Background: an optimization exercise with open tools, aiming at small area, a short achievable clock period and few clock cycles per item. Do not read the settings as production practice.
Function was checked by simulation only, so behaviour that the tests miss may differ from the original.
Power figures rest on the tool's default switching activity, not on a simulated workload.

==> flow/design.v <==
module vfix_lane (
    input  wire        neg,       
    input  wire        rne,       
    input  wire        k15,       
    input  wire        klo,       
    input  wire [16:0] X,
    input  wire [17:0] Y,
    input  wire [16:0] A,
    output wire [17:0] v
);
    wire [18:0] Ye = {Y, 1'b0};
    reg  [8:0] one, two, nb;
    integer i;
    always @* begin
        for (i = 0; i < 9; i = i + 1) begin
            one[i] = Ye[2*i+1] ^ Ye[2*i];
            two[i] = (Ye[2*i+2] & ~Ye[2*i+1] & ~Ye[2*i]) | (~Ye[2*i+2] & Ye[2*i+1] & Ye[2*i]);
            nb[i]  = Ye[2*i+2] ^ neg;
        end
        two[8] = 1'b0;
    end
    wire [17:0] Xs = {X[16], X};
    wire [17:0] X2 = {X, 1'b0};
    wire [17:0] pp0 = ((({18{one[0]}} & Xs) | ({18{two[0]}} & X2)) ^ {18{nb[0]}}) ^ 18'h20000;
    wire [17:0] pp1 = ((({18{one[1]}} & Xs) | ({18{two[1]}} & X2)) ^ {18{nb[1]}}) ^ 18'h20000;
    wire [17:0] pp2 = ((({18{one[2]}} & Xs) | ({18{two[2]}} & X2)) ^ {18{nb[2]}}) ^ 18'h20000;
    wire [17:0] pp3 = ((({18{one[3]}} & Xs) | ({18{two[3]}} & X2)) ^ {18{nb[3]}}) ^ 18'h20000;
    wire [17:0] pp4 = ((({18{one[4]}} & Xs) | ({18{two[4]}} & X2)) ^ {18{nb[4]}}) ^ 18'h20000;
    wire [17:0] pp5 = ((({18{one[5]}} & Xs) | ({18{two[5]}} & X2)) ^ {18{nb[5]}}) ^ 18'h20000;
    wire [17:0] pp6 = ((({18{one[6]}} & Xs) | ({18{two[6]}} & X2)) ^ {18{nb[6]}}) ^ 18'h20000;
    wire [17:0] pp7 = ((({18{one[7]}} & Xs) | ({18{two[7]}} & X2)) ^ {18{nb[7]}}) ^ 18'h20000;
    wire [17:0] pp8 = ((({18{one[8]}} & Xs) | ({18{two[8]}} & X2)) ^ {18{nb[8]}}) ^ 18'h20000;
    wire cr0 = ~klo;
    wire cr15 = ~(k15 ^ klo);
    wire cr16 = ~(k15 | klo);
    wire cr17 = (k15 | klo);
    wire ks0, kc0, ks1, kc1, ks2, kc2, ks3, kc3, ks4, kc4, ks5, kc5;
    wire ks6, kc6, ks7, kc7, ks8, kc8, ks9, kc9, ks10, kc10, ks11, kc11;
    wire ks12, kc12, ks13, kc13, ks14, kc14, ks15, kc15, ks16, kc16, ks17, kc17;
    wire ks18, kc18, ks19, kc19, ks20, kc20, hs0, hc0, fs0, fc0, fs1, fc1;
    wire fs2, fc2, fs3, fc3, hs1, hc1, fs4, fc4, hs2, hc2, hs3, hc3;
    wire fs5, fc5, hs4, hc4, fs6, fc6, hs5, hc5, fs7, fc7, fs8, fc8;
    wire hs6, hc6, fs9, fc9, fs10, fc10, fs11, fc11, fs12, fc12, fs13, fc13;
    wire fs14, fc14, fs15, fc15, fs16, fc16, fs17, fc17, fs18, fc18, fs19, fc19;
    wire fs20, fc20, fs21, fc21, fs22, fc22, fs23, fc23, fs24, fc24, fs25, fc25;
    wire hs7, hc7, fs26, fc26, fs27, fc27, fs28, fc28, fs29, fc29, hs8, hc8;
    wire fs30, fc30, fs31, fc31, hs9, hc9, fs32, fc32, hs10, hc10, hs11, hc11;
    wire fs33, fc33, hs12, hc12, fs34, fc34, hs13, hc13, fs35, fc35, fs36, fc36;
    wire fs37, fc37, fs38, fc38, fs39, fc39, fs40, fc40, fs41, fc41, fs42, fc42;
    wire fs43, fc43, fs44, fc44, fs45, fc45, fs46, fc46, fs47, fc47, fs48, fc48;
    wire fs49, fc49, fs50, fc50, fs51, fc51, fs52, fc52, fs53, fc53, fs54, fc54;
    wire fs55, fc55, fs56, fc56, fs57, fc57, fs58, fc58, fs59, fc59, fs60, fc60;
    wire fs61, fc61, fs62, fc62, fs63, fc63, fs64, fc64, fs65, fc65, fs66, fc66;
    wire fs67, fc67, hs14, hc14, fs68, fc68, fs69, fc69, hs15, hc15, fs70, fc70;
    wire hs16, hc16, hs17, hc17, fs71, fc71, fs72, fc72, fs73, fc73, fs74, fc74;
    wire fs75, fc75, fs76, fc76, fs77, fc77, fs78, fc78, fs79, fc79, fs80, fc80;
    wire fs81, fc81, fs82, fc82, fs83, fc83, fs84, fc84, fs85, fc85, fs86, fc86;
    wire fs87, fc87, fs88, fc88, fs89, fc89, fs90, fc90, fs91, fc91, fs92, fc92;
    wire fs93, fc93, fs94, fc94, hs18, hc18, fs95, fc95, hs19, hc19, hs20, hc20;
    wire hs21, hc21, hs22, hc22, fs96, fc96, fs97, fc97, fs98, fc98, fs99, fc99;
    wire fs100, fc100, fs101, fc101, fs102, fc102, fs103, fc103, fs104, fc104, fs105, fc105;
    wire fs106, fc106, fs107, fc107, fs108, fc108, fs109, fc109, fs110, fc110, fs111, fc111;
    wire fs112, fc112, fs113, fc113, fs114, fc114, fs115, fc115, fs116, fc116, fs117, fc117;
    wire fs118, fc118, fs119, fc119, fs120, fc120, fs121, fc121, fs122, fc122, fs123, fc123;
    wire hs23, hc23, fs124, fc124, g0_0, p0_0, g1_1, p1_1, g2_2, p2_2, g3_3, p3_3;
    wire g4_4, p4_4, g5_5, p5_5, g6_6, p6_6, g7_7, p7_7, g8_8, p8_8, g9_9, p9_9;
    wire g10_10, p10_10, g11_11, p11_11, g12_12, p12_12, g13_13, p13_13, g14_14, p14_14, g15_15, p15_15;
    wire g16_16, p16_16, g17_17, p17_17, g18_18, p18_18, g19_19, p19_19, g20_20, p20_20, g21_21, p21_21;
    wire g22_22, p22_22, g23_23, p23_23, g24_24, p24_24, g25_25, p25_25, g26_26, p26_26, g27_27, p27_27;
    wire g28_28, p28_28, g29_29, p29_29, g30_30, p30_30, g31_31, p31_31, g32_32, p32_32, g33_33, p33_33;
    wire G34, G35, P35, G36, P36, G37, P37, G38, P38, G39, P39, G40;
    wire P40, G41, P41, G42, G43, P43, G44, P44, G45, P45, G46, G47;
    wire P47, G48, G49, G50, P50, G51, P51, G52, P52, G53, P53, G54;
    wire P54, G55, P55, G56, P56, G57, P57, G58, P58, G59, P59, G60;
    wire P60, G61, P61, G62, P62, G63, P63, G64, P64, G65, P65, G66;
    wire P66, G67, P67, G68, P68, G69, P69, G70, P70, G71, P71, G72;
    wire P72, G73, P73, G74, P74, G75, P75, G76, P76, G77, P77, G78;
    wire P78, G79, P79, G80, P80, G81, P81, G82, P82, G83, P83, G84;
    wire P84, C85, C86, C87, C88, C89, C90, C91, C92, C93, C94, C95;
    wire C96, C97, C98, C99, C100, C101, vs0, vs1, vs2, vs3, vs4, vs5;
    wire vs6, vs7, vs8, vs9, vs10, vs11, vs12, vs13, vs14, vs15, vs16, vs17;
    assign ks0 = ~(nb[1] ^ pp0[2]);
    assign kc0 = nb[1] | pp0[2];
    assign ks1 = ~(pp0[3] ^ pp1[1]);
    assign kc1 = pp0[3] | pp1[1];
    assign ks2 = ~(nb[2] ^ pp0[4]);
    assign kc2 = nb[2] | pp0[4];
    assign ks3 = ~(pp0[5] ^ pp1[3]);
    assign kc3 = pp0[5] | pp1[3];
    assign ks4 = ~(nb[3] ^ pp0[6]);
    assign kc4 = nb[3] | pp0[6];
    assign ks5 = ~(pp0[7] ^ pp1[5]);
    assign kc5 = pp0[7] | pp1[5];
    assign ks6 = ~(nb[4] ^ pp0[8]);
    assign kc6 = nb[4] | pp0[8];
    assign ks7 = ~(pp0[9] ^ pp1[7]);
    assign kc7 = pp0[9] | pp1[7];
    assign ks8 = ~(nb[5] ^ pp0[10]);
    assign kc8 = nb[5] | pp0[10];
    assign ks9 = ~(pp0[11] ^ pp1[9]);
    assign kc9 = pp0[11] | pp1[9];
    assign ks10 = ~(nb[6] ^ pp0[12]);
    assign kc10 = nb[6] | pp0[12];
    assign ks11 = ~(pp0[13] ^ pp1[11]);
    assign kc11 = pp0[13] | pp1[11];
    assign ks12 = ~(nb[7] ^ pp0[14]);
    assign kc12 = nb[7] | pp0[14];
    assign ks13 = ~(A[2] ^ pp1[16]);
    assign kc13 = A[2] | pp1[16];
    assign ks14 = ~(A[4] ^ pp2[16]);
    assign kc14 = A[4] | pp2[16];
    assign ks15 = ~(A[6] ^ pp3[16]);
    assign kc15 = A[6] | pp3[16];
    assign ks16 = ~(A[8] ^ pp4[16]);
    assign kc16 = A[8] | pp4[16];
    assign ks17 = ~(A[10] ^ pp5[16]);
    assign kc17 = A[10] | pp5[16];
    assign ks18 = ~(A[12] ^ pp6[16]);
    assign kc18 = A[12] | pp6[16];
    assign ks19 = ~(A[14] ^ pp7[16]);
    assign kc19 = A[14] | pp7[16];
    assign ks20 = ~(A[16] ^ pp8[16]);
    assign kc20 = A[16] | pp8[16];
    assign hs0 = cr15 ^ pp0[15];
    assign hc0 = cr15 & pp0[15];
    vfix_fa u_fa0 (.a(A[0]), .b(nb[8]), .ci(cr16), .s(fs0), .co(fc0));
    vfix_fa u_fa1 (.a(pp0[16]), .b(pp1[14]), .ci(pp2[12]), .s(fs1), .co(fc1));
    vfix_fa u_fa2 (.a(A[1]), .b(cr17), .ci(pp0[17]), .s(fs2), .co(fc2));
    vfix_fa u_fa3 (.a(pp1[15]), .b(pp2[13]), .ci(pp3[11]), .s(fs3), .co(fc3));
    assign hs1 = pp2[14] ^ pp3[12];
    assign hc1 = pp2[14] & pp3[12];
    vfix_fa u_fa4 (.a(A[3]), .b(pp1[17]), .ci(pp2[15]), .s(fs4), .co(fc4));
    assign hs2 = pp1[8] ^ pp2[6];
    assign hc2 = pp1[8] & pp2[6];
    assign hs3 = pp2[7] ^ pp3[5];
    assign hc3 = pp2[7] & pp3[5];
    vfix_fa u_fa5 (.a(pp1[10]), .b(pp2[8]), .ci(pp3[6]), .s(fs5), .co(fc5));
    assign hs4 = pp4[4] ^ pp5[2];
    assign hc4 = pp4[4] & pp5[2];
    vfix_fa u_fa6 (.a(pp2[9]), .b(pp3[7]), .ci(pp4[5]), .s(fs6), .co(fc6));
    assign hs5 = pp5[3] ^ pp6[1];
    assign hc5 = pp5[3] & pp6[1];
    vfix_fa u_fa7 (.a(pp1[12]), .b(pp2[10]), .ci(pp3[8]), .s(fs7), .co(fc7));
    vfix_fa u_fa8 (.a(pp4[6]), .b(pp5[4]), .ci(pp6[2]), .s(fs8), .co(fc8));
    assign hs6 = pp7[0] ^ kc11;
    assign hc6 = pp7[0] & kc11;
    vfix_fa u_fa9 (.a(pp1[13]), .b(pp2[11]), .ci(pp3[9]), .s(fs9), .co(fc9));
    vfix_fa u_fa10 (.a(pp4[7]), .b(pp5[5]), .ci(pp6[3]), .s(fs10), .co(fc10));
    vfix_fa u_fa11 (.a(pp7[1]), .b(kc12), .ci(hs0), .s(fs11), .co(fc11));
    vfix_fa u_fa12 (.a(fs0), .b(pp3[10]), .ci(pp4[8]), .s(fs12), .co(fc12));
    vfix_fa u_fa13 (.a(pp5[6]), .b(pp6[4]), .ci(pp7[2]), .s(fs13), .co(fc13));
    vfix_fa u_fa14 (.a(pp8[0]), .b(hc0), .ci(fs1), .s(fs14), .co(fc14));
    vfix_fa u_fa15 (.a(fc0), .b(pp4[9]), .ci(pp5[7]), .s(fs15), .co(fc15));
    vfix_fa u_fa16 (.a(pp6[5]), .b(pp7[3]), .ci(pp8[1]), .s(fs16), .co(fc16));
    vfix_fa u_fa17 (.a(fc1), .b(fs2), .ci(fs3), .s(fs17), .co(fc17));
    vfix_fa u_fa18 (.a(pp4[10]), .b(pp5[8]), .ci(pp6[6]), .s(fs18), .co(fc18));
    vfix_fa u_fa19 (.a(pp7[4]), .b(pp8[2]), .ci(hs1), .s(fs19), .co(fc19));
    vfix_fa u_fa20 (.a(ks13), .b(fc2), .ci(fc3), .s(fs20), .co(fc20));
    vfix_fa u_fa21 (.a(pp3[13]), .b(pp4[11]), .ci(pp5[9]), .s(fs21), .co(fc21));
    vfix_fa u_fa22 (.a(pp6[7]), .b(pp7[5]), .ci(pp8[3]), .s(fs22), .co(fc22));
    vfix_fa u_fa23 (.a(hc1), .b(kc13), .ci(fs4), .s(fs23), .co(fc23));
    vfix_fa u_fa24 (.a(pp3[14]), .b(pp4[12]), .ci(pp5[10]), .s(fs24), .co(fc24));
    vfix_fa u_fa25 (.a(pp6[8]), .b(pp7[6]), .ci(pp8[4]), .s(fs25), .co(fc25));
    assign hs7 = ks14 ^ fc4;
    assign hc7 = ks14 & fc4;
    vfix_fa u_fa26 (.a(A[5]), .b(pp2[17]), .ci(pp3[15]), .s(fs26), .co(fc26));
    vfix_fa u_fa27 (.a(pp4[13]), .b(pp5[11]), .ci(pp6[9]), .s(fs27), .co(fc27));
    vfix_fa u_fa28 (.a(pp7[7]), .b(pp8[5]), .ci(kc14), .s(fs28), .co(fc28));
    vfix_fa u_fa29 (.a(pp4[14]), .b(pp5[12]), .ci(pp6[10]), .s(fs29), .co(fc29));
    assign hs8 = pp7[8] ^ pp8[6];
    assign hc8 = pp7[8] & pp8[6];
    vfix_fa u_fa30 (.a(A[7]), .b(pp3[17]), .ci(pp4[15]), .s(fs30), .co(fc30));
    vfix_fa u_fa31 (.a(pp5[13]), .b(pp6[11]), .ci(pp7[9]), .s(fs31), .co(fc31));
    assign hs9 = pp5[14] ^ pp6[12];
    assign hc9 = pp5[14] & pp6[12];
    vfix_fa u_fa32 (.a(A[9]), .b(pp4[17]), .ci(pp5[15]), .s(fs32), .co(fc32));
    assign hs10 = pp1[4] ^ pp2[2];
    assign hc10 = pp1[4] & pp2[2];
    assign hs11 = pp2[3] ^ pp3[1];
    assign hc11 = pp2[3] & pp3[1];
    vfix_fa u_fa33 (.a(pp1[6]), .b(pp2[4]), .ci(pp3[2]), .s(fs33), .co(fc33));
    assign hs12 = pp4[0] ^ kc5;
    assign hc12 = pp4[0] & kc5;
    vfix_fa u_fa34 (.a(pp2[5]), .b(pp3[3]), .ci(pp4[1]), .s(fs34), .co(fc34));
    assign hs13 = kc6 ^ ks7;
    assign hc13 = kc6 & ks7;
    vfix_fa u_fa35 (.a(pp3[4]), .b(pp4[2]), .ci(pp5[0]), .s(fs35), .co(fc35));
    vfix_fa u_fa36 (.a(kc7), .b(hs2), .ci(ks8), .s(fs36), .co(fc36));
    vfix_fa u_fa37 (.a(pp4[3]), .b(pp5[1]), .ci(hc2), .s(fs37), .co(fc37));
    vfix_fa u_fa38 (.a(kc8), .b(hs3), .ci(ks9), .s(fs38), .co(fc38));
    vfix_fa u_fa39 (.a(pp6[0]), .b(hc3), .ci(kc9), .s(fs39), .co(fc39));
    vfix_fa u_fa40 (.a(hs4), .b(ks10), .ci(fs5), .s(fs40), .co(fc40));
    vfix_fa u_fa41 (.a(hc4), .b(kc10), .ci(hs5), .s(fs41), .co(fc41));
    vfix_fa u_fa42 (.a(ks11), .b(fc5), .ci(fs6), .s(fs42), .co(fc42));
    vfix_fa u_fa43 (.a(hc5), .b(ks12), .ci(fc6), .s(fs43), .co(fc43));
    vfix_fa u_fa44 (.a(hs6), .b(fs7), .ci(fs8), .s(fs44), .co(fc44));
    vfix_fa u_fa45 (.a(hc6), .b(fc7), .ci(fc8), .s(fs45), .co(fc45));
    vfix_fa u_fa46 (.a(fs10), .b(fs9), .ci(fs11), .s(fs46), .co(fc46));
    vfix_fa u_fa47 (.a(fc10), .b(fc9), .ci(fs12), .s(fs47), .co(fc47));
    vfix_fa u_fa48 (.a(fs13), .b(fc11), .ci(fs14), .s(fs48), .co(fc48));
    vfix_fa u_fa49 (.a(fc12), .b(fc13), .ci(fs15), .s(fs49), .co(fc49));
    vfix_fa u_fa50 (.a(fs16), .b(fc14), .ci(fs17), .s(fs50), .co(fc50));
    vfix_fa u_fa51 (.a(fc15), .b(fc16), .ci(fs18), .s(fs51), .co(fc51));
    vfix_fa u_fa52 (.a(fs19), .b(fs20), .ci(fc17), .s(fs52), .co(fc52));
    vfix_fa u_fa53 (.a(fc18), .b(fs21), .ci(fs22), .s(fs53), .co(fc53));
    vfix_fa u_fa54 (.a(fc19), .b(fc20), .ci(fs23), .s(fs54), .co(fc54));
    vfix_fa u_fa55 (.a(fc21), .b(fc22), .ci(fs24), .s(fs55), .co(fc55));
    vfix_fa u_fa56 (.a(fs25), .b(hs7), .ci(fc23), .s(fs56), .co(fc56));
    vfix_fa u_fa57 (.a(fc24), .b(fc25), .ci(fs26), .s(fs57), .co(fc57));
    vfix_fa u_fa58 (.a(fs27), .b(hc7), .ci(fs28), .s(fs58), .co(fc58));
    vfix_fa u_fa59 (.a(hs8), .b(ks15), .ci(fc26), .s(fs59), .co(fc59));
    vfix_fa u_fa60 (.a(fc27), .b(fs29), .ci(fc28), .s(fs60), .co(fc60));
    vfix_fa u_fa61 (.a(pp8[7]), .b(hc8), .ci(kc15), .s(fs61), .co(fc61));
    vfix_fa u_fa62 (.a(fc29), .b(fs30), .ci(fs31), .s(fs62), .co(fc62));
    vfix_fa u_fa63 (.a(pp7[10]), .b(pp8[8]), .ci(hs9), .s(fs63), .co(fc63));
    vfix_fa u_fa64 (.a(ks16), .b(fc30), .ci(fc31), .s(fs64), .co(fc64));
    vfix_fa u_fa65 (.a(pp6[13]), .b(pp7[11]), .ci(pp8[9]), .s(fs65), .co(fc65));
    vfix_fa u_fa66 (.a(hc9), .b(kc16), .ci(fs32), .s(fs66), .co(fc66));
    vfix_fa u_fa67 (.a(pp6[14]), .b(pp7[12]), .ci(pp8[10]), .s(fs67), .co(fc67));
    assign hs14 = ks17 ^ fc32;
    assign hc14 = ks17 & fc32;
    vfix_fa u_fa68 (.a(A[11]), .b(pp5[17]), .ci(pp6[15]), .s(fs68), .co(fc68));
    vfix_fa u_fa69 (.a(pp7[13]), .b(pp8[11]), .ci(kc17), .s(fs69), .co(fc69));
    assign hs15 = pp7[14] ^ pp8[12];
    assign hc15 = pp7[14] & pp8[12];
    vfix_fa u_fa70 (.a(A[13]), .b(pp6[17]), .ci(pp7[15]), .s(fs70), .co(fc70));
    assign hs16 = pp1[2] ^ pp2[0];
    assign hc16 = pp1[2] & pp2[0];
    assign hs17 = pp2[1] ^ kc2;
    assign hc17 = pp2[1] & kc2;
    vfix_fa u_fa71 (.a(pp3[0]), .b(kc3), .ci(hs10), .s(fs71), .co(fc71));
    vfix_fa u_fa72 (.a(hc10), .b(kc4), .ci(hs11), .s(fs72), .co(fc72));
    vfix_fa u_fa73 (.a(hc11), .b(ks6), .ci(hs12), .s(fs73), .co(fc73));
    vfix_fa u_fa74 (.a(hc12), .b(fc33), .ci(fs34), .s(fs74), .co(fc74));
    vfix_fa u_fa75 (.a(fc34), .b(hc13), .ci(fs35), .s(fs75), .co(fc75));
    vfix_fa u_fa76 (.a(fc35), .b(fs37), .ci(fc36), .s(fs76), .co(fc76));
    vfix_fa u_fa77 (.a(fc37), .b(fs39), .ci(fc38), .s(fs77), .co(fc77));
    vfix_fa u_fa78 (.a(fc39), .b(fs41), .ci(fc40), .s(fs78), .co(fc78));
    vfix_fa u_fa79 (.a(fc41), .b(fs43), .ci(fc42), .s(fs79), .co(fc79));
    vfix_fa u_fa80 (.a(fc43), .b(fs45), .ci(fc44), .s(fs80), .co(fc80));
    vfix_fa u_fa81 (.a(fc45), .b(fs47), .ci(fc46), .s(fs81), .co(fc81));
    vfix_fa u_fa82 (.a(fc47), .b(fs49), .ci(fc48), .s(fs82), .co(fc82));
    vfix_fa u_fa83 (.a(fc49), .b(fs51), .ci(fc50), .s(fs83), .co(fc83));
    vfix_fa u_fa84 (.a(fc51), .b(fs53), .ci(fc52), .s(fs84), .co(fc84));
    vfix_fa u_fa85 (.a(fc53), .b(fs55), .ci(fc54), .s(fs85), .co(fc85));
    vfix_fa u_fa86 (.a(fc55), .b(fs57), .ci(fs58), .s(fs86), .co(fc86));
    vfix_fa u_fa87 (.a(fs59), .b(fc57), .ci(fs60), .s(fs87), .co(fc87));
    vfix_fa u_fa88 (.a(fs61), .b(fc59), .ci(fs62), .s(fs88), .co(fc88));
    vfix_fa u_fa89 (.a(fc61), .b(fs63), .ci(fs64), .s(fs89), .co(fc89));
    vfix_fa u_fa90 (.a(fs65), .b(fc63), .ci(fc64), .s(fs90), .co(fc90));
    vfix_fa u_fa91 (.a(fc65), .b(fs67), .ci(hs14), .s(fs91), .co(fc91));
    vfix_fa u_fa92 (.a(fc67), .b(fs68), .ci(hc14), .s(fs92), .co(fc92));
    vfix_fa u_fa93 (.a(hs15), .b(ks18), .ci(fc68), .s(fs93), .co(fc93));
    vfix_fa u_fa94 (.a(pp8[13]), .b(hc15), .ci(kc18), .s(fs94), .co(fc94));
    assign hs18 = pp8[14] ^ ks19;
    assign hc18 = pp8[14] & ks19;
    vfix_fa u_fa95 (.a(A[15]), .b(pp7[17]), .ci(pp8[15]), .s(fs95), .co(fc95));
    assign hs19 = nb[0] ^ cr0;
    assign hc19 = nb[0] & cr0;
    assign hs20 = 1'b1 ^ pp0[1];
    assign hc20 = 1'b1 & pp0[1];
    assign hs21 = pp1[0] ^ ks0;
    assign hc21 = pp1[0] & ks0;
    assign hs22 = kc0 ^ ks1;
    assign hc22 = kc0 & ks1;
    vfix_fa u_fa96 (.a(kc1), .b(hs16), .ci(ks2), .s(fs96), .co(fc96));
    vfix_fa u_fa97 (.a(hc16), .b(ks3), .ci(hs17), .s(fs97), .co(fc97));
    vfix_fa u_fa98 (.a(ks4), .b(hc17), .ci(fs71), .s(fs98), .co(fc98));
    vfix_fa u_fa99 (.a(ks5), .b(fc71), .ci(fs72), .s(fs99), .co(fc99));
    vfix_fa u_fa100 (.a(fs33), .b(fc72), .ci(fs73), .s(fs100), .co(fc100));
    vfix_fa u_fa101 (.a(hs13), .b(fc73), .ci(fs74), .s(fs101), .co(fc101));
    vfix_fa u_fa102 (.a(fs36), .b(fc74), .ci(fs75), .s(fs102), .co(fc102));
    vfix_fa u_fa103 (.a(fs38), .b(fc75), .ci(fs76), .s(fs103), .co(fc103));
    vfix_fa u_fa104 (.a(fs40), .b(fc76), .ci(fs77), .s(fs104), .co(fc104));
    vfix_fa u_fa105 (.a(fs42), .b(fc77), .ci(fs78), .s(fs105), .co(fc105));
    vfix_fa u_fa106 (.a(fs44), .b(fc78), .ci(fs79), .s(fs106), .co(fc106));
    vfix_fa u_fa107 (.a(fs46), .b(fc79), .ci(fs80), .s(fs107), .co(fc107));
    vfix_fa u_fa108 (.a(fc80), .b(fs48), .ci(fs81), .s(fs108), .co(fc108));
    vfix_fa u_fa109 (.a(fs50), .b(fc81), .ci(fs82), .s(fs109), .co(fc109));
    vfix_fa u_fa110 (.a(fs52), .b(fc82), .ci(fs83), .s(fs110), .co(fc110));
    vfix_fa u_fa111 (.a(fs54), .b(fc83), .ci(fs84), .s(fs111), .co(fc111));
    vfix_fa u_fa112 (.a(fs56), .b(fc84), .ci(fs85), .s(fs112), .co(fc112));
    vfix_fa u_fa113 (.a(fc56), .b(fs86), .ci(fc85), .s(fs113), .co(fc113));
    vfix_fa u_fa114 (.a(fc58), .b(fc86), .ci(fs87), .s(fs114), .co(fc114));
    vfix_fa u_fa115 (.a(fc60), .b(fs88), .ci(fc87), .s(fs115), .co(fc115));
    vfix_fa u_fa116 (.a(fc62), .b(fc88), .ci(fs89), .s(fs116), .co(fc116));
    vfix_fa u_fa117 (.a(fs66), .b(fc89), .ci(fs90), .s(fs117), .co(fc117));
    vfix_fa u_fa118 (.a(fc66), .b(fs91), .ci(fc90), .s(fs118), .co(fc118));
    vfix_fa u_fa119 (.a(fs69), .b(fs92), .ci(fc91), .s(fs119), .co(fc119));
    vfix_fa u_fa120 (.a(fc69), .b(fs93), .ci(fc92), .s(fs120), .co(fc120));
    vfix_fa u_fa121 (.a(fs70), .b(fs94), .ci(fc93), .s(fs121), .co(fc121));
    vfix_fa u_fa122 (.a(fc70), .b(hs18), .ci(fc94), .s(fs122), .co(fc122));
    vfix_fa u_fa123 (.a(kc19), .b(hc18), .ci(fs95), .s(fs123), .co(fc123));
    assign hs23 = ks20 ^ fc95;
    assign hc23 = ks20 & fc95;
    vfix_fa u_fa124 (.a(A[16]), .b(pp8[17]), .ci(kc20), .s(fs124), .co(fc124));
    assign g0_0 = pp0[0] & hs19;
    assign p0_0 = pp0[0] ^ hs19;
    assign g1_1 = hc19 & hs20;
    assign p1_1 = hc19 ^ hs20;
    assign g2_2 = hc20 & hs21;
    assign p2_2 = hc20 ^ hs21;
    assign g3_3 = hc21 & hs22;
    assign p3_3 = hc21 ^ hs22;
    assign g4_4 = hc22 & fs96;
    assign p4_4 = hc22 ^ fs96;
    assign g5_5 = fc96 & fs97;
    assign p5_5 = fc96 ^ fs97;
    assign g6_6 = fc97 & fs98;
    assign p6_6 = fc97 ^ fs98;
    assign g7_7 = fc98 & fs99;
    assign p7_7 = fc98 ^ fs99;
    assign g8_8 = fc99 & fs100;
    assign p8_8 = fc99 ^ fs100;
    assign g9_9 = fc100 & fs101;
    assign p9_9 = fc100 ^ fs101;
    assign g10_10 = fc101 & fs102;
    assign p10_10 = fc101 ^ fs102;
    assign g11_11 = fc102 & fs103;
    assign p11_11 = fc102 ^ fs103;
    assign g12_12 = fc103 & fs104;
    assign p12_12 = fc103 ^ fs104;
    assign g13_13 = fc104 & fs105;
    assign p13_13 = fc104 ^ fs105;
    assign g14_14 = fc105 & fs106;
    assign p14_14 = fc105 ^ fs106;
    assign g15_15 = fc106 & fs107;
    assign p15_15 = fc106 ^ fs107;
    assign g16_16 = fc107 & fs108;
    assign p16_16 = fc107 ^ fs108;
    assign g17_17 = fc108 & fs109;
    assign p17_17 = fc108 ^ fs109;
    assign g18_18 = fc109 & fs110;
    assign p18_18 = fc109 ^ fs110;
    assign g19_19 = fc110 & fs111;
    assign p19_19 = fc110 ^ fs111;
    assign g20_20 = fc111 & fs112;
    assign p20_20 = fc111 ^ fs112;
    assign g21_21 = fc112 & fs113;
    assign p21_21 = fc112 ^ fs113;
    assign g22_22 = fc113 & fs114;
    assign p22_22 = fc113 ^ fs114;
    assign g23_23 = fc114 & fs115;
    assign p23_23 = fc114 ^ fs115;
    assign g24_24 = fc115 & fs116;
    assign p24_24 = fc115 ^ fs116;
    assign g25_25 = fc116 & fs117;
    assign p25_25 = fc116 ^ fs117;
    assign g26_26 = fc117 & fs118;
    assign p26_26 = fc117 ^ fs118;
    assign g27_27 = fc118 & fs119;
    assign p27_27 = fc118 ^ fs119;
    assign g28_28 = fc119 & fs120;
    assign p28_28 = fc119 ^ fs120;
    assign g29_29 = fc120 & fs121;
    assign p29_29 = fc120 ^ fs121;
    assign g30_30 = fc121 & fs122;
    assign p30_30 = fc121 ^ fs122;
    assign g31_31 = fc122 & fs123;
    assign p31_31 = fc122 ^ fs123;
    assign g32_32 = fc123 & hs23;
    assign p32_32 = fc123 ^ hs23;
    assign g33_33 = hc23 & fs124;
    assign p33_33 = hc23 ^ fs124;
    wire cin0 = rne ? (p16_16 ^ A[0]) : 1'b1;
    assign G34 = g0_0 | (p0_0 & cin0);
    assign G35 = g2_2 | (p2_2 & g1_1);
    assign P35 = p2_2 & p1_1;
    assign G36 = g4_4 | (p4_4 & g3_3);
    assign P36 = p4_4 & p3_3;
    assign G37 = g6_6 | (p6_6 & g5_5);
    assign P37 = p6_6 & p5_5;
    assign G38 = g8_8 | (p8_8 & g7_7);
    assign P38 = p8_8 & p7_7;
    assign G39 = g10_10 | (p10_10 & g9_9);
    assign P39 = p10_10 & p9_9;
    assign G40 = g12_12 | (p12_12 & g11_11);
    assign P40 = p12_12 & p11_11;
    assign G41 = g14_14 | (p14_14 & g13_13);
    assign P41 = p14_14 & p13_13;
    assign G42 = G35 | (P35 & G34);
    assign G43 = G37 | (P37 & G36);
    assign P43 = P37 & P36;
    assign G44 = G39 | (P39 & G38);
    assign P44 = P39 & P38;
    assign G45 = G41 | (P41 & G40);
    assign P45 = P41 & P40;
    assign G46 = G43 | (P43 & G42);
    assign G47 = G45 | (P45 & G44);
    assign P47 = P45 & P44;
    assign G48 = G47 | (P47 & G46);
    assign G49 = g15_15 | (p15_15 & G48);
    assign G50 = g17_17 | (p17_17 & g16_16);
    assign P50 = p17_17 & p16_16;
    assign G51 = g19_19 | (p19_19 & g18_18);
    assign P51 = p19_19 & p18_18;
    assign G52 = g21_21 | (p21_21 & g20_20);
    assign P52 = p21_21 & p20_20;
    assign G53 = g23_23 | (p23_23 & g22_22);
    assign P53 = p23_23 & p22_22;
    assign G54 = g25_25 | (p25_25 & g24_24);
    assign P54 = p25_25 & p24_24;
    assign G55 = g27_27 | (p27_27 & g26_26);
    assign P55 = p27_27 & p26_26;
    assign G56 = g29_29 | (p29_29 & g28_28);
    assign P56 = p29_29 & p28_28;
    assign G57 = g31_31 | (p31_31 & g30_30);
    assign P57 = p31_31 & p30_30;
    assign G58 = g33_33 | (p33_33 & g32_32);
    assign P58 = p33_33 & p32_32;
    assign G59 = g18_18 | (p18_18 & G50);
    assign P59 = p18_18 & P50;
    assign G60 = G51 | (P51 & G50);
    assign P60 = P51 & P50;
    assign G61 = g22_22 | (p22_22 & G52);
    assign P61 = p22_22 & P52;
    assign G62 = G53 | (P53 & G52);
    assign P62 = P53 & P52;
    assign G63 = g26_26 | (p26_26 & G54);
    assign P63 = p26_26 & P54;
    assign G64 = G55 | (P55 & G54);
    assign P64 = P55 & P54;
    assign G65 = g30_30 | (p30_30 & G56);
    assign P65 = p30_30 & P56;
    assign G66 = G57 | (P57 & G56);
    assign P66 = P57 & P56;
    assign G67 = g20_20 | (p20_20 & G60);
    assign P67 = p20_20 & P60;
    assign G68 = G52 | (P52 & G60);
    assign P68 = P52 & P60;
    assign G69 = G61 | (P61 & G60);
    assign P69 = P61 & P60;
    assign G70 = G62 | (P62 & G60);
    assign P70 = P62 & P60;
    assign G71 = g28_28 | (p28_28 & G64);
    assign P71 = p28_28 & P64;
    assign G72 = G56 | (P56 & G64);
    assign P72 = P56 & P64;
    assign G73 = G65 | (P65 & G64);
    assign P73 = P65 & P64;
    assign G74 = G66 | (P66 & G64);
    assign P74 = P66 & P64;
    assign G75 = g24_24 | (p24_24 & G70);
    assign P75 = p24_24 & P70;
    assign G76 = G54 | (P54 & G70);
    assign P76 = P54 & P70;
    assign G77 = G63 | (P63 & G70);
    assign P77 = P63 & P70;
    assign G78 = G64 | (P64 & G70);
    assign P78 = P64 & P70;
    assign G79 = G71 | (P71 & G70);
    assign P79 = P71 & P70;
    assign G80 = G72 | (P72 & G70);
    assign P80 = P72 & P70;
    assign G81 = G73 | (P73 & G70);
    assign P81 = P73 & P70;
    assign G82 = G74 | (P74 & G70);
    assign P82 = P74 & P70;
    assign G83 = g32_32 | (p32_32 & G82);
    assign P83 = p32_32 & P82;
    assign G84 = G58 | (P58 & G82);
    assign P84 = P58 & P82;
    assign C85 = g16_16 | (p16_16 & G49);
    assign C86 = G50 | (P50 & G49);
    assign C87 = G59 | (P59 & G49);
    assign C88 = G60 | (P60 & G49);
    assign C89 = G67 | (P67 & G49);
    assign C90 = G68 | (P68 & G49);
    assign C91 = G69 | (P69 & G49);
    assign C92 = G70 | (P70 & G49);
    assign C93 = G75 | (P75 & G49);
    assign C94 = G76 | (P76 & G49);
    assign C95 = G77 | (P77 & G49);
    assign C96 = G78 | (P78 & G49);
    assign C97 = G79 | (P79 & G49);
    assign C98 = G80 | (P80 & G49);
    assign C99 = G81 | (P81 & G49);
    assign C100 = G82 | (P82 & G49);
    assign C101 = G83 | (P83 & G49);
    vfix_xor2 u_vs0 (.a(p16_16), .b(G49), .y(vs0));
    vfix_xor2 u_vs1 (.a(p17_17), .b(C85), .y(vs1));
    vfix_xor2 u_vs2 (.a(p18_18), .b(C86), .y(vs2));
    vfix_xor2 u_vs3 (.a(p19_19), .b(C87), .y(vs3));
    vfix_xor2 u_vs4 (.a(p20_20), .b(C88), .y(vs4));
    vfix_xor2 u_vs5 (.a(p21_21), .b(C89), .y(vs5));
    vfix_xor2 u_vs6 (.a(p22_22), .b(C90), .y(vs6));
    vfix_xor2 u_vs7 (.a(p23_23), .b(C91), .y(vs7));
    vfix_xor2 u_vs8 (.a(p24_24), .b(C92), .y(vs8));
    vfix_xor2 u_vs9 (.a(p25_25), .b(C93), .y(vs9));
    vfix_xor2 u_vs10 (.a(p26_26), .b(C94), .y(vs10));
    vfix_xor2 u_vs11 (.a(p27_27), .b(C95), .y(vs11));
    vfix_xor2 u_vs12 (.a(p28_28), .b(C96), .y(vs12));
    vfix_xor2 u_vs13 (.a(p29_29), .b(C97), .y(vs13));
    vfix_xor2 u_vs14 (.a(p30_30), .b(C98), .y(vs14));
    vfix_xor2 u_vs15 (.a(p31_31), .b(C99), .y(vs15));
    vfix_xor2 u_vs16 (.a(p32_32), .b(C100), .y(vs16));
    vfix_xor2 u_vs17 (.a(p33_33), .b(C101), .y(vs17));
    assign v = {vs17, vs16, vs15, vs14, vs13, vs12, vs11, vs10, vs9, vs8, vs7, vs6, vs5, vs4, vs3, vs2, vs1, vs0};
endmodule
module vfix_fa (
    input  wire a,
    input  wire b,
    input  wire ci,
    output wire s,
    output wire co
);
    assign s  = a ^ b ^ ci;
    assign co = (a & b) | (a & ci) | (b & ci);
endmodule
module vfix_xor2 (
    input  wire a,
    input  wire b,
    output wire y
);
    assign y = a ^ b;
endmodule
module vfix_xnor2 (
    input  wire a,
    input  wire b,
    output wire y
);
    assign y = ~(a ^ b);
endmodule
module vfix_unit #(
    parameter LANES = 4
) (
    input  wire                  clk,
    input  wire                  rst,
    input  wire                  in_valid,
    output wire                  in_ready,
    input  wire [2:0]            in_func,
    input  wire                  in_type,
    input  wire [1:0]            in_rnd,
    input  wire                  in_zero,
    input  wire [LANES-1:0]      in_pred,
    input  wire [16*LANES-1:0]   in_a,
    input  wire [16*LANES-1:0]   in_b,
    input  wire [16*LANES-1:0]   in_c,
    input  wire [16*LANES-1:0]   in_d,
    output reg                   out_valid,
    output reg  [16*LANES-1:0]   out_d,
    output reg                   out_sat
);
    assign in_ready = 1'b1;
    wire f_fma  = (in_func == 3'd1);
    wire f_fms  = (in_func == 3'd2);
    wire f_lerp = (in_func == 3'd3);
    wire f_add  = (in_func == 3'd4);
    wire f_sub  = (in_func == 3'd5);
    wire f_rsh  = (in_func == 3'd6);
    wire f_conv = (in_func == 3'd7);
    wire f_pow2 = in_func[2];            
    wire typ    = in_type;
    wire a_sgn  = f_conv ? typ : ~typ;   
    wire neg    = f_fms | f_sub;         
    wire k15 = f_fms ? (in_rnd != 2'd0) : (in_rnd != 2'd1);
    wire klo = f_fms & ~in_rnd[1];
    wire [17*LANES-1:0] bma_all;
    genvar gl;
    generate
        for (gl = 0; gl < LANES; gl = gl + 1) begin : g_sub
            wire [15:0] sa = in_a[16*gl +: 16];
            wire [15:0] sb = in_b[16*gl +: 16];
            wire [15:0] sg = sb & ~sa;
            wire [15:0] sx, bm;
            wire sg0_1, sg0_3, sp0_3, sg0_5, sp0_5, sg0_7, sp0_7, sg0_9, sp0_9, sg0_11;
            wire sp0_11, sg0_13, sp0_13, sg0_15, sp0_15, sg1_2, sp1_2, sg1_3, sp1_3, sg1_6;
            wire sp1_6, sg1_7, sp1_7, sg1_10, sp1_10, sg1_11, sp1_11, sg1_14, sp1_14, sg1_15;
            wire sp1_15, sg2_4, sp2_4, sg2_5, sp2_5, sg2_6, sp2_6, sg2_7, sp2_7, sg2_12;
            wire sp2_12, sg2_13, sp2_13, sg2_14, sp2_14, sg2_15, sp2_15, sg3_8, sp3_8, sg3_9;
            wire sp3_9, sg3_10, sp3_10, sg3_11, sp3_11, sg3_12, sp3_12, sg3_13, sp3_13, sg3_14;
            wire sp3_14, sg3_15, sp3_15, sg4_16, sp4_16;
            assign sg0_1 = sg[0] | (~sx[0] & 1'b1);
            assign sg0_3 = sg[2] | (~sx[2] & sg[1]);
            assign sp0_3 = ~sx[2] & ~sx[1];
            assign sg0_5 = sg[4] | (~sx[4] & sg[3]);
            assign sp0_5 = ~sx[4] & ~sx[3];
            assign sg0_7 = sg[6] | (~sx[6] & sg[5]);
            assign sp0_7 = ~sx[6] & ~sx[5];
            assign sg0_9 = sg[8] | (~sx[8] & sg[7]);
            assign sp0_9 = ~sx[8] & ~sx[7];
            assign sg0_11 = sg[10] | (~sx[10] & sg[9]);
            assign sp0_11 = ~sx[10] & ~sx[9];
            assign sg0_13 = sg[12] | (~sx[12] & sg[11]);
            assign sp0_13 = ~sx[12] & ~sx[11];
            assign sg0_15 = sg[14] | (~sx[14] & sg[13]);
            assign sp0_15 = ~sx[14] & ~sx[13];
            assign sg1_2 = sg[1] | (~sx[1] & sg0_1);
            assign sp1_2 = ~sx[1] & 1'b0;
            assign sg1_3 = sg0_3 | (sp0_3 & sg0_1);
            assign sp1_3 = sp0_3 & 1'b0;
            assign sg1_6 = sg[5] | (~sx[5] & sg0_5);
            assign sp1_6 = ~sx[5] & sp0_5;
            assign sg1_7 = sg0_7 | (sp0_7 & sg0_5);
            assign sp1_7 = sp0_7 & sp0_5;
            assign sg1_10 = sg[9] | (~sx[9] & sg0_9);
            assign sp1_10 = ~sx[9] & sp0_9;
            assign sg1_11 = sg0_11 | (sp0_11 & sg0_9);
            assign sp1_11 = sp0_11 & sp0_9;
            assign sg1_14 = sg[13] | (~sx[13] & sg0_13);
            assign sp1_14 = ~sx[13] & sp0_13;
            assign sg1_15 = sg0_15 | (sp0_15 & sg0_13);
            assign sp1_15 = sp0_15 & sp0_13;
            assign sg2_4 = sg[3] | (~sx[3] & sg1_3);
            assign sp2_4 = ~sx[3] & sp1_3;
            assign sg2_5 = sg0_5 | (sp0_5 & sg1_3);
            assign sp2_5 = sp0_5 & sp1_3;
            assign sg2_6 = sg1_6 | (sp1_6 & sg1_3);
            assign sp2_6 = sp1_6 & sp1_3;
            assign sg2_7 = sg1_7 | (sp1_7 & sg1_3);
            assign sp2_7 = sp1_7 & sp1_3;
            assign sg2_12 = sg[11] | (~sx[11] & sg1_11);
            assign sp2_12 = ~sx[11] & sp1_11;
            assign sg2_13 = sg0_13 | (sp0_13 & sg1_11);
            assign sp2_13 = sp0_13 & sp1_11;
            assign sg2_14 = sg1_14 | (sp1_14 & sg1_11);
            assign sp2_14 = sp1_14 & sp1_11;
            assign sg2_15 = sg1_15 | (sp1_15 & sg1_11);
            assign sp2_15 = sp1_15 & sp1_11;
            assign sg3_8 = sg[7] | (~sx[7] & sg2_7);
            assign sp3_8 = ~sx[7] & sp2_7;
            assign sg3_9 = sg0_9 | (sp0_9 & sg2_7);
            assign sp3_9 = sp0_9 & sp2_7;
            assign sg3_10 = sg1_10 | (sp1_10 & sg2_7);
            assign sp3_10 = sp1_10 & sp2_7;
            assign sg3_11 = sg1_11 | (sp1_11 & sg2_7);
            assign sp3_11 = sp1_11 & sp2_7;
            assign sg3_12 = sg2_12 | (sp2_12 & sg2_7);
            assign sp3_12 = sp2_12 & sp2_7;
            assign sg3_13 = sg2_13 | (sp2_13 & sg2_7);
            assign sp3_13 = sp2_13 & sp2_7;
            assign sg3_14 = sg2_14 | (sp2_14 & sg2_7);
            assign sp3_14 = sp2_14 & sp2_7;
            assign sg3_15 = sg2_15 | (sp2_15 & sg2_7);
            assign sp3_15 = sp2_15 & sp2_7;
            assign sg4_16 = sg[15] | (~sx[15] & sg3_15);
            assign sp4_16 = ~sx[15] & sp3_15;
            assign sx[0] = sa[0] ^ sb[0];
            vfix_xnor2 u_s0 (.a(sx[0]), .b(1'b1), .y(bm[0]));
            assign sx[1] = sa[1] ^ sb[1];
            vfix_xnor2 u_s1 (.a(sx[1]), .b(sg0_1), .y(bm[1]));
            assign sx[2] = sa[2] ^ sb[2];
            vfix_xnor2 u_s2 (.a(sx[2]), .b(sg1_2), .y(bm[2]));
            assign sx[3] = sa[3] ^ sb[3];
            vfix_xnor2 u_s3 (.a(sx[3]), .b(sg1_3), .y(bm[3]));
            assign sx[4] = sa[4] ^ sb[4];
            vfix_xnor2 u_s4 (.a(sx[4]), .b(sg2_4), .y(bm[4]));
            assign sx[5] = sa[5] ^ sb[5];
            vfix_xnor2 u_s5 (.a(sx[5]), .b(sg2_5), .y(bm[5]));
            assign sx[6] = sa[6] ^ sb[6];
            vfix_xnor2 u_s6 (.a(sx[6]), .b(sg2_6), .y(bm[6]));
            assign sx[7] = sa[7] ^ sb[7];
            vfix_xnor2 u_s7 (.a(sx[7]), .b(sg2_7), .y(bm[7]));
            assign sx[8] = sa[8] ^ sb[8];
            vfix_xnor2 u_s8 (.a(sx[8]), .b(sg3_8), .y(bm[8]));
            assign sx[9] = sa[9] ^ sb[9];
            vfix_xnor2 u_s9 (.a(sx[9]), .b(sg3_9), .y(bm[9]));
            assign sx[10] = sa[10] ^ sb[10];
            vfix_xnor2 u_s10 (.a(sx[10]), .b(sg3_10), .y(bm[10]));
            assign sx[11] = sa[11] ^ sb[11];
            vfix_xnor2 u_s11 (.a(sx[11]), .b(sg3_11), .y(bm[11]));
            assign sx[12] = sa[12] ^ sb[12];
            vfix_xnor2 u_s12 (.a(sx[12]), .b(sg3_12), .y(bm[12]));
            assign sx[13] = sa[13] ^ sb[13];
            vfix_xnor2 u_s13 (.a(sx[13]), .b(sg3_13), .y(bm[13]));
            assign sx[14] = sa[14] ^ sb[14];
            vfix_xnor2 u_s14 (.a(sx[14]), .b(sg3_14), .y(bm[14]));
            assign sx[15] = sa[15] ^ sb[15];
            vfix_xnor2 u_s15 (.a(sx[15]), .b(sg3_15), .y(bm[15]));
            assign bma_all[17*gl +: 17] = {~sg4_16, bm};
        end
    endgenerate
    reg [17*LANES-1:0] p_x, p_a;
    reg [18*LANES-1:0] p_y;
    reg [15:0] a, b, c, d, a16;
    reg [16:0] bma;
    reg [17:0] yp, y;
    reg [18:0] ye;
    reg        pr, sx_lerp, sx_b, sx_a, sa_d, sa_c, sa_a, sy_c, sy_b, sy_b2, sy_p;
    integer l, j;
    always @* begin
        for (l = 0; l < LANES; l = l + 1) begin
            a  = in_a[16*l +: 16];
            b  = in_b[16*l +: 16];
            c  = in_c[16*l +: 16];
            d  = in_d[16*l +: 16];
            pr = in_pred[l];
            bma = bma_all[17*l +: 17];
            sx_lerp = pr & f_lerp;
            sx_b    = pr & (f_sub | f_add);
            sx_a    = pr & ~f_lerp & ~f_sub & ~f_add;
            p_x[17*l +: 17] = ({17{sx_lerp}} & bma)
                            | ({17{sx_b}}    & {~typ & b[15], b})
                            | ({17{sx_a}}    & {a_sgn & a[15], a});
            sa_d = ~pr & ~in_zero;
            sa_c = pr & (f_fma | f_fms);
            sa_a = pr & (f_lerp | f_add | f_sub | (f_conv & typ));
            a16  = ({16{sa_d}} & d) | ({16{sa_c}} & c) | ({16{sa_a}} & a);
            p_a[17*l +: 17] = {a16[15] & (~typ | (pr & f_conv)), a16};
            sy_c  = pr & f_lerp;
            sy_b  = pr & ~f_pow2 & ~f_lerp & typ;
            sy_b2 = pr & ~f_pow2 & ~f_lerp & ~typ;
            sy_p  = pr & f_pow2;
            for (j = 0; j < 18; j = j + 1)
                yp[j] = f_rsh ? (b[3:0] == 16 - j)
                              : ((f_conv & ~typ) ? (j == 15) : (j == 16));
            y = ({18{sy_c}} & {2'b00, c}) | ({18{sy_b}} & {2'b00, b})
              | ({18{sy_b2}} & {b[15], b, 1'b0}) | ({18{sy_p}} & yp);
            p_y[18*l +: 18] = y;
        end
    end
    reg                 s1_valid;
    reg                 s1_typ, s1_rne, s1_k15, s1_klo;
    reg [LANES-1:0]     s1_neg;
    reg [17*LANES-1:0]  s1_x, s1_a;
    reg [18*LANES-1:0]  s1_y;
    always @(posedge clk) begin
        if (rst)
            s1_valid <= 1'b0;
        else
            s1_valid <= in_valid;
        s1_neg <= {LANES{neg}} & in_pred;    
        s1_typ <= typ;
        s1_rne <= in_rnd[1];
        s1_k15 <= k15;
        s1_klo <= klo;
        s1_x   <= p_x;
        s1_y   <= p_y;
        s1_a   <= p_a;
    end
    wire [18*LANES-1:0] lane_v;
    genvar i;
    generate
        for (i = 0; i < LANES; i = i + 1) begin : g_lane
            vfix_lane u_lane (
                .neg (s1_neg[i]),
                .rne (s1_rne),
                .k15 (s1_k15),
                .klo (s1_klo),
                .X   (s1_x[17*i +: 17]),
                .Y   (s1_y[18*i +: 18]),
                .A   (s1_a[17*i +: 17]),
                .v   (lane_v[18*i +: 18])
            );
        end
    endgenerate
    reg                 s2_valid;
    reg                 s2_typ;
    reg [18*LANES-1:0]  s2_v;
    always @(posedge clk) begin
        if (rst)
            s2_valid <= 1'b0;
        else
            s2_valid <= s1_valid;
        s2_typ <= s1_typ;
        s2_v   <= lane_v;
    end
    reg [16*LANES-1:0] res;
    reg                sat;
    reg [17:0]         v;
    reg                ovf;
    integer q;
    always @* begin
        sat = 1'b0;
        for (q = 0; q < LANES; q = q + 1) begin
            v   = s2_v[18*q +: 18];
            ovf = s2_typ ? (v[17] | v[16]) : ~((v[17] == v[16]) & (v[16] == v[15]));
            sat = sat | ovf;
            if (!ovf)
                res[16*q +: 16] = v[15:0];
            else if (s2_typ)
                res[16*q +: 16] = {16{~v[17]}};
            else
                res[16*q +: 16] = {v[17], {15{~v[17]}}};
        end
    end
    always @(posedge clk) begin
        if (rst)
            out_valid <= 1'b0;
        else
            out_valid <= s2_valid;
        out_d   <= res;
        out_sat <= sat;
    end
endmodule
==> flow/flow/run.sh <==
#!/bin/bash
# Standard synthesis and layout, with buf_2 cells as the port buffers; the
# layout's timing repair aims at a setup slack of MARGIN ns (the clock
# period and constraints are unchanged) on the worst endpoints, and may
# resize cells across footprints.
set -euo pipefail
MARGIN=19
bash standard.sh synth > synth.log 2>&1
bash standard.sh "BUFFER_PORTS_ARGS=-buffer_cell sky130_fd_sc_hd__buf_2" \
    SETUP_SLACK_MARGIN=$MARGIN TNS_END_PERCENT=5 MATCH_CELL_FOOTPRINT=0 finish > layout.log 2>&1
==> flow/standard.sh <==
#!/bin/bash
# synth_recipe.tcl (not shown) runs the flow's synth.tcl, then flattens the netlist and writes it again
# the make line also repeats each setting of config.mk as NAME=value (left out here)
make -C /OpenROAD-flow-scripts/flow DESIGN_CONFIG=/design/flow/config.mk WORK_HOME=/design/flow/orfs CLKGATE_MAP_FILE= SYNTH_SCRIPT=/design/flow/synth_recipe.tcl "${@:-finish}"
==> flow/config.mk <==
export PLATFORM = sky130hd
export DESIGN_NAME = vfix_unit
export DESIGN_NICKNAME = vfix_unit
export VERILOG_FILES = /design/flow/design.v
export SDC_FILE = /design/flow/constraint.sdc
export NUM_CORES = 8
export LEC_CHECK = 0
export ABC_AREA = 1
export CAP_MARGIN = 0
export CORE_MARGIN = 2
export CORE_UTILIZATION = 65
export CTS_CLUSTER_DIAMETER = 80
export CTS_CLUSTER_SIZE = 25
export GPL_ROUTABILITY_DRIVEN = 0
export PLACE_DENSITY = 0.75
export SLEW_MARGIN = 0
export SYNTH_HIERARCHICAL = 1
==> flow/constraint.sdc <==
create_clock -name core_clock -period 25.0 [get_ports {clk}]
set_input_delay 5.0000 -clock core_clock [delete_from_list [all_inputs] [get_ports {clk}]]
set_output_delay 5.0000 -clock core_clock [all_outputs]
set_load 0.01 [all_outputs]
==> reports/results.ini, run 1 <==
[outcome]
outcome = timing/DRC/antenna clean

[floorplan]
start_util = 0.658
die_x_um = 279
coreArea_um2 = 74600
die_area_um2 = 77700
std_cell_rows = 100
die_y_um = 279
ios = 337

[clock_tree]
clockRootBuffer = clkbuf_16
clock_latency_ns = 0.64
h-tree-depth = 1
cts.clk_slew.worst_paths_ns = 0.09
cts_sinks = 357
cts_tree = done
clk_path_buf_depth = 3
cts_buffers = 27

[route]
wl_um = 148000
dr.pass1.iters = 6
vias = 43500
viasPerCell = 5.95
drt_iter0_drc = 4450
ant_nets = 0
post_drt_wl_per_cell_um = 20.2
drc = 0

[timing]
max_freq_mhz = 163
tightest_slew_ns = 1.11
fin_crit_sh = 0.246
max_slew_margin = 0.258
tns_ns = 0
holdWs_ns = 0.328
setup_slack_ns = 18.86
fin_skew_ns = 0.0312
finalSetupViolations = 0
slew_viol_final = 0
min_period_ns = 6.14
grt_setup_unrepaired = yes
final_hold_viol_count = 0

[hold_path]
hp-class = flip-flop to flip-flop

[global_routing]
overflow = 0
grt_pass1_vias = 42200
grt_start_max_net_pins = 26
grtUsageTotal = 0.374
antenna_found_initial = 19
grt_pass1_wl_um = 230000

[pwr]
vdd_drop_max_v = 0.000219
internal_power_w = 0.00361
pwr-share-comb = 0.832
power_switching_w = 0.00463
power_frac_seq = 0.106
clockPowerShare = 0.062
p_leak_nw = 27.7
swShare = 0.562
powerDensity_nw_per_um2 = 158

[setup_path]
worstSetupEndpointType = primary output
path_buf_inv = 1
path_class = flip-flop to primary output
max_stage_delay_ns = 0.37
critPathLaunchType = flip-flop
cp.arrival_ns = 1.14
cp_max_fo = 1
path_delay_family = flip-flops
critPathRequiredTime_ns = 20.00
crit_slowest_cell = dfxtp_2
path_cells = buf_2

[synthesis]
synth_top_area_frac = 0.204
async_flop_share = 0
yosysSeqAreaShare = 0.146
yosysMostFrequentCell = nand2_1
ys.warnings.count = 8
synth_commonest_cells = nand2_1, inv_1, xor2_1
yosys.area.top_type = fa_1
syn_area_per_cell_um2 = 7.94
ys_types = 58
synth_area_leaders = fa_1, dfxtp_1, xor2_1
syn_area_um2 = 49100
ys.flop_type = dfxtp_1
netlist_instances = 6182
synth_edf_count = 0
ys_seq_elements = 357

[placement]
dp.cells = 7205
place_ws_ns = 17.76
dp_hpwl_um = 116000
numPortBuffers = 335

[finish]
seq_area_um2 = 7150
n_fill_cell = 6169
multi_input_area_um2 = 36500
drive_above_1_share = 0.137
stdcell_count = 7302
nets = 7455
syn_to_final_growth_pct = 6.54

[flow_run]
cap_violations = 0

-- modules after synthesis, one instance, submodules excluded --
| module | area [um^2] | flip-flops and latches | copies in the design | cells |
|---|---|---|---|---|
| vfix_xor2 | 18.8 | 0 | 72 | 5 |
| vfix_lane | 5280 | 0 | 4 | 761 |
| vfix_xnor2 | 18.8 | 0 | 64 | 5 |
| vfix_fa | 20.0 | 0 | 500 | 1 |
| vfix_unit | 15400 | 357 | 1 | 1958 |
-- power groups by stage --
stage	Sequential (W)	Combinational (W)	Clock [W]
6_report	0.000873	0.00686	0.000509
3_3_place_gp	0.000880	0.00652	0
4_1_cts	0.000870	0.00683	0.000514
3_5_place_dp	0.000882	0.00678	0
2_1_floorplan	0.000887	0.00631	0
5_1_grt	0.000884	0.00795	0.000533
-- final timing paths --
check	startpoint	endpoint	slack (ns)	cells after the start
max	out_d[58]$_DFF_P_	out_d[58]	18.86	1
min reg2reg	s1_typ$_DFF_P_	s2_typ$_DFF_P_	0.33	0
min	s1_typ$_DFF_P_	s2_typ$_DFF_P_	0.33	0
max reg2reg	s1_y[59]$_DFF_P_	s2_v[67]$_DFF_P_	19.10	21
-- final cells by class --
class | count | share of cell area
clock buffer | 28 | 0.0132
clock inverter | 21 | 0.00642
sequential | 357 | 0.137
multi-input combinational | 4435 | 0.698
timing repair buffer | 387 | 0.0406
inverter | 1094 | 0.0815
timing repair inverter | 1 | 0.000144
tap | 969 | 0.0232
antenna | 10 | 0.000479
-- cell families after synthesis --
group / count (synthesis) / synth area share
AO/OA/AOI/OAI: 1019 / 0.142
XOR/XNOR: 692 / 0.133
adder cells (fa/ha/maj): 882 / 0.301
buffers and inverters: 1398 / 0.125
flip-flops: 357 / 0.146
other: 1 / 0.0000764
AND/OR/NAND/NOR: 1833 / 0.152
-- per-stage QoR --
| step | area (um^2) | total power (W) | utilization |
|---|---|---|---|
| floorplan | 49600 | 0.00719 | - |
| global placement | 50600 | 0.00740 | 0.679 |
| detailed placement | 50600 | 0.00766 | 0.679 |
| CTS | 51700 | 0.00822 | 0.693 |
| global route | 52300 | 0.00937 | 0.701 |
| finish | 52300 | 0.00824 | 0.701 |
-- timing repair --
action                                 CTS  global route
pin swaps                                0            12
hold buffers                             0             0
buffers inserted                         2            35
gates resized for setup                 15            50
gates cloned                             1             0
setup endpoints to repair              317           295
endpoints found under the hold margin    0             0
-- placed cells by master, fill, tap and decap left out, types with 14 or more instances in the layout --
| master | Yosys | final |
|---|---|---|
| ha_4 | 0 | 24 |
| inv_2 | 33 | 43 |
| o22ai_2 | 40 | 40 |
| o221ai_1 | 16 | 16 |
| o211ai_2 | 28 | 28 |
| dfxtp_1 | 357 | 351 |
| xor2_1 | 644 | 644 |
| buf_4 | 92 | 48 |
| buf_2 | 77 | 334 |
| clkbuf_16 | 0 | 27 |
| nand2_2 | 66 | 82 |
| inv_1 | 1040 | 1009 |
| a21oi_1 | 181 | 177 |
| o2111ai_1 | 21 | 21 |
| o21ai_0 | 57 | 57 |
| ha_1 | 382 | 355 |
| o22ai_1 | 509 | 509 |
| fa_1 | 500 | 500 |
| nand3_1 | 114 | 104 |
| nor2_1 | 207 | 200 |
| a21o_1 | 20 | 20 |
| nand2_4 | 12 | 20 |
| nand3_2 | 5 | 14 |
| o211ai_1 | 54 | 54 |
| a21oi_2 | 28 | 20 |
| xnor2_2 | 20 | 18 |
| xnor2_4 | 16 | 18 |
| nor3_1 | 18 | 18 |
| nand2_1 | 1376 | 1351 |
| a21oi_4 | 4 | 16 |
| inv_4 | 11 | 17 |
| nor2_2 | 9 | 15 |
-- routing by layer --
| metal | vias to the layer above | part of all wire | global-route usage |
|---|---|---|---|
| li1 | 19900 | - | - |
| met1 | 20500 | 0.39 | 0.479 |
| met2 | 2544 | 0.45 | 0.607 |
| met3 | 471 | 0.10 | 0.0739 |
| met4 | 20 | 0.056 | 0.183 |
| met5 | - | 0.00081 | 0 |
-- state kept, by name, indices dropped and copies added, names as in the netlist --
signal	count
s1_valid	1
out_sat	1
s2_valid	1
s1_typ	1
s2_typ	1
s1_neg	4
s1_klo	1
s1_a	68
s1_rne	1
out_valid	1
out_d	64
s2_v	72
s1_k15	1
s1_y	72
s1_x	68
Testbench counts, summed over its fixed seeds: cycles 16,024, items 16,000.
==> run 2: changes to the inputs <==
==> flow/flow/run.sh (replaced) <==
#!/bin/bash
# Synthesis: the standard synthesis script (synth_recipe.tcl), with ABC's
# technology mapping given a delay target (flow/abc_map.script) so that it
# recovers area instead of mapping for the least delay. Then the standard
# layout steps, with buf_2 cells as the port buffers; the layout's timing
# repair aims at a setup slack of MARGIN ns (the clock period and
# constraints are unchanged) on the worst endpoints, and may resize cells
# across footprints.
set -euo pipefail
MARGIN=19
W=$PWD
cat > $W/own_synth.tcl <<EOC
proc abc {args} {
  set i [lsearch \$args -script]
  if {\$i >= 0} { lset args [expr {\$i + 1}] $W/flow/abc_map.script }
  yosys abc {*}\$args
}
source $W/synth_recipe.tcl
EOC
bash standard.sh SYNTH_SCRIPT=$W/own_synth.tcl synth > synth.log 2>&1
bash standard.sh SYNTH_SCRIPT=$W/own_synth.tcl "BUFFER_PORTS_ARGS=-buffer_cell sky130_fd_sc_hd__buf_2" \
    SETUP_SLACK_MARGIN=$MARGIN TNS_END_PERCENT=5 MATCH_CELL_FOOTPRINT=0 finish > layout.log 2>&1
==> flow/flow/abc_map.script (new file) <==
strash
dch
map -B 0.9 -D 4000
topo
stime -c
buffer -c
upsize -c -D 4000
dnsize -c -D 4000
--- a/flow/config.mk
+++ b/flow/config.mk
@@ -11,7 +11,5 @@
 export CORE_UTILIZATION = 65
 export CTS_CLUSTER_DIAMETER = 80
 export CTS_CLUSTER_SIZE = 25
-export GPL_ROUTABILITY_DRIVEN = 0
-export PLACE_DENSITY = 0.75
 export SLEW_MARGIN = 0
 export SYNTH_HIERARCHICAL = 1
==> reports/results.ini, run 2 <==
[outcome]
outcome = timing/DRC/antenna clean  ; unchanged

[setup_path]
path_class = input port to flip-flop  ; was flip-flop to primary output
worstSetupEndpointType = flip-flop  ; was primary output
path_buf_inv = 5  ; was 1
cp.arrival_ns = 6.83  ; was 1.14 ns
critPathRequiredTime_ns = 25.48  ; was 20.00 ns
path_cells = clkbuf_4, inv_2, ha_2, a21oi_4, inv_1, a221oi_4, inv_2, nand2_2, nand2_2, inv_2, o21ai_2, nand2_1, nand2_1, xnor2_1, nand2_1, o211ai_1  ; was buf_2
crit_slowest_cell = a221oi_4  ; was dfxtp_2
path_delay_family = compound AO/OA/AOI/OAI gates  ; was flip-flops
critPathLaunchType = input port  ; was flip-flop
max_stage_delay_ns = 0.40  ; was 0.37 ns
cp_max_fo = 2  ; was 1

[synthesis]
yosysMostFrequentCell = inv_1  ; was nand2_1
synth_area_leaders = fa_1, dfxtp_1, xor2_1  ; unchanged
async_flop_share = 0  ; unchanged
ys_types = 35  ; was 58
syn_area_per_cell_um2 = 8.42  ; was 7.94 um^2
ys.flop_type = dfxtp_1  ; unchanged
synth_top_area_frac = 0.224  ; was 0.204
yosysSeqAreaShare = 0.160  ; was 0.146
ys.warnings.count = 8  ; unchanged
ys_seq_elements = 357  ; unchanged
netlist_instances = 5299  ; was 6182
syn_area_um2 = 44600  ; was 49100 um^2
yosys.area.top_type = fa_1  ; unchanged
synth_commonest_cells = inv_1, xor2_1, nand2_1  ; was nand2_1, inv_1, xor2_1
synth_edf_count = 0  ; unchanged

[route]
dr.pass1.iters = 7  ; was 6
drc = 0  ; unchanged
vias = 40000  ; was 43500
drt_iter0_drc = 4370  ; was 4450
post_drt_wl_per_cell_um = 22.2  ; was 20.2 um
wl_um = 144000  ; was 148000 um
ant_nets = 0  ; unchanged
viasPerCell = 6.16  ; was 5.95

[timing]
grt_setup_unrepaired = yes  ; unchanged
holdWs_ns = 0.337  ; was 0.328 ns
max_slew_margin = 0.223  ; was 0.258
max_freq_mhz = 157  ; was 163 MHz
min_period_ns = 6.35  ; was 6.14 ns
slew_viol_final = 0  ; unchanged
fin_skew_ns = 0.0292  ; was 0.0312 ns
finalSetupViolations = 0  ; unchanged
final_hold_viol_count = 0  ; unchanged
tightest_slew_ns = 1.16  ; was 1.11 ns
tns_ns = 0  ; unchanged
fin_crit_sh = 0.254  ; was 0.246
setup_slack_ns = 18.65  ; was 18.86 ns

[global_routing]
grt_pass1_wl_um = 217000  ; was 230000 um
grt_pass1_vias = 38200  ; was 42200
grt_start_max_net_pins = 33  ; was 26
grtUsageTotal = 0.393  ; was 0.374
overflow = 0  ; unchanged
antenna_found_initial = 12  ; was 19

[clock_tree]
cts_sinks = 357  ; unchanged
cts_tree = done  ; unchanged
h-tree-depth = 1  ; unchanged
clk_path_buf_depth = 3  ; unchanged
clock_latency_ns = 0.61  ; was 0.64 ns
cts.clk_slew.worst_paths_ns = 0.10  ; was 0.09 ns
clockRootBuffer = clkbuf_16  ; unchanged
cts_buffers = 24  ; was 27

[pwr]
powerDensity_nw_per_um2 = 159  ; was 158 nW/um^2
vdd_drop_max_v = 0.000200  ; was 0.000219 V
p_leak_nw = 24.7  ; was 27.7 nW

[placement]
place_ws_ns = 16.99  ; was 17.76 ns
numPortBuffers = 335  ; unchanged
placed_area_um2 = 47100  ; was 50600 um^2
gp_congestion = 0.986
dp_hpwl_um = 110000  ; was 116000 um

[hold_path]
hp-class = flip-flop to flip-flop  ; unchanged

[finish]
final_cell_mix = xor2_1, inv_1, nand2_1  ; was nand2_1, inv_1, xor2_1
top_regs = s1_y (72), s2_v (72)  ; unchanged
nets = 6743  ; was 7455
syn_to_final_growth_pct = 13.6  ; was 6.54%
multi_input_area_um2 = 34800  ; was 36500 um^2
n_fill_cell = 5406  ; was 6169
drive_above_1_share = 0.166  ; was 0.137
final_common_cell = xor2_1  ; was nand2_1
final_cell_area_um2 = 50700  ; was 52300 um^2
seq_area_um2 = 7210  ; was 7150 um^2

[floorplan]
die_area_um2 = 70800  ; was 77700 um^2
ios = 337  ; unchanged
die_x_um = 266  ; was 279 um
die_y_um = 266  ; was 279 um
start_util = 0.653  ; was 0.658
coreArea_um2 = 68300  ; was 74600 um^2
std_cell_rows = 96  ; was 100

[flow_run]
cap_violations = 0  ; unchanged

==> run 2: path summary, 6_finish.rpt <==
check             slack (ns)          endpoint  cells after the start              start
setup reg to reg       19.11  s2_v[21]$_DFF_P_                     24  s1_neg[1]$_DFF_P_
hold reg to reg         0.34    s2_typ$_DFF_P_                      0     s1_typ$_DFF_P_
hold / removal          0.34    s2_typ$_DFF_P_                      0     s1_typ$_DFF_P_
setup / recovery       18.65  s1_x[48]$_DFF_P_                     16           in_a[35]
==> run 2: worst reg2reg max path, delay by kind of cell, from the launching register on <==
| kind | cells | cell delay [ns] |
|---|---|---|
| and+or+nand+nor | 3 | 0.30 |
| AOI/OAI and AO/OA | 7 | 1.09 |
| DFF | 1 | 0.41 |
| adders and majority gates | 6 | 2.87 |
| buffers and inverters | 6 | 0.72 |
| xor gates and xnor gates | 2 | 0.40 |
==> run 2: final cells by class <==
| cell class | instances | area share |
|---|---|---|
| Antenna cell | 7 | 0.000346 |
| Clock buffer | 28 | 0.0130 |
| Clock inverter | 13 | 0.00392 |
| Inverter | 777 | 0.0615 |
| Multi-Input combinational cell | 3870 | 0.686 |
| Sequential cell | 357 | 0.142 |
| Tap cell | 882 | 0.0218 |
| Timing Repair Buffer | 560 | 0.0714 |
| Timing Repair inverter | 1 | 0.0000987 |
==> run 2: logic make-up (layout without fill, tap and decap cells) <==
logic type	Yosys count	after routing	share of synthesized area
AOI/OAI and AO/OA	1152	1152	0.162
DFF	357	357	0.160
adders and majority gates	882	882	0.331
and+or+nand+nor	1004	1006	0.0880
buffers and inverters	1078	1379	0.0968
other	1	12	0.0000840
xor gates and xnor gates	825	825	0.162
==> run 2: per-layer routing <==
layer,vias to the layer above,share of wire,global-route usage
met3,408,0.11,0.0759
met1,19100,0.39,0.519
met2,2375,0.46,0.636
li1,18100,-,-
met4,10,0.046,0.157
met5,-,0.00048,0
==> run 2: power by group <==
part | switching, W | leakage [nW] | internal [W]
clock | 0.000242 | 0.408 | 0.000204
combinational | 0.00393 | 21.3 | 0.00281
sequential | 0.0000654 | 2.99 | 0.000823
==> run 2: repair_timing <==
action / CTS / global route
setup endpoints to repair: 343 / 331
gates cloned: 2 / 6
resized for setup: 156 / 269
hold buffers: 0 / 0
hold endpoints to repair: 0 / 0
setup buffers: 43 / 108
pin swaps: 31 / 59
==> run 2: stage by stage <==
stage                     power [W]  std cells  utilization
final                       0.00807       6495        0.742
after global routing        0.00890       6490        0.741
after CTS                   0.00729       6374        0.716
after detailed placement    0.00675       6288        0.689
after global placement      0.00657       6288        0.689
after floorplan             0.00660       5303            -
==> run 2: per-module statistics from Yosys (local to each module, per instance) <==
module      cells  flip-flops and latches  cell area, um^2  copies in the design
vfix_xnor2      1                       0             8.76                    64
vfix_xor2       1                       0             8.76                    72
vfix_fa         1                       0             20.0                   500
vfix_unit    1815                     357            14500                     1
vfix_lane     712                       0             4740                     4

==> what the ideal ports hide <==
How much do the figures lean on ideal ports? The routed layouts below were timed once more, with nothing changed but the port constraints. Step 1: set_driving_cell puts a clkbuf_16 on clk and a buf_2 on each other input, an assumption about the parent block. Step 2 also shifts input and output timing later by t, the mid clock arrival at the registers, as if the neighbouring blocks saw the same clock. a / b / c = no drivers / after step 1 / after step 2; a / b = the first two.
| run | t, ns | setup WS [ns] |
|---|---|---|
| run 1 | 0.699 | 18.862 / 18.795 / 18.173 |
| run 2 | 0.665 | 18.646 / 18.547 / 17.882 |
After both steps setup and hold are still met in every run listed.
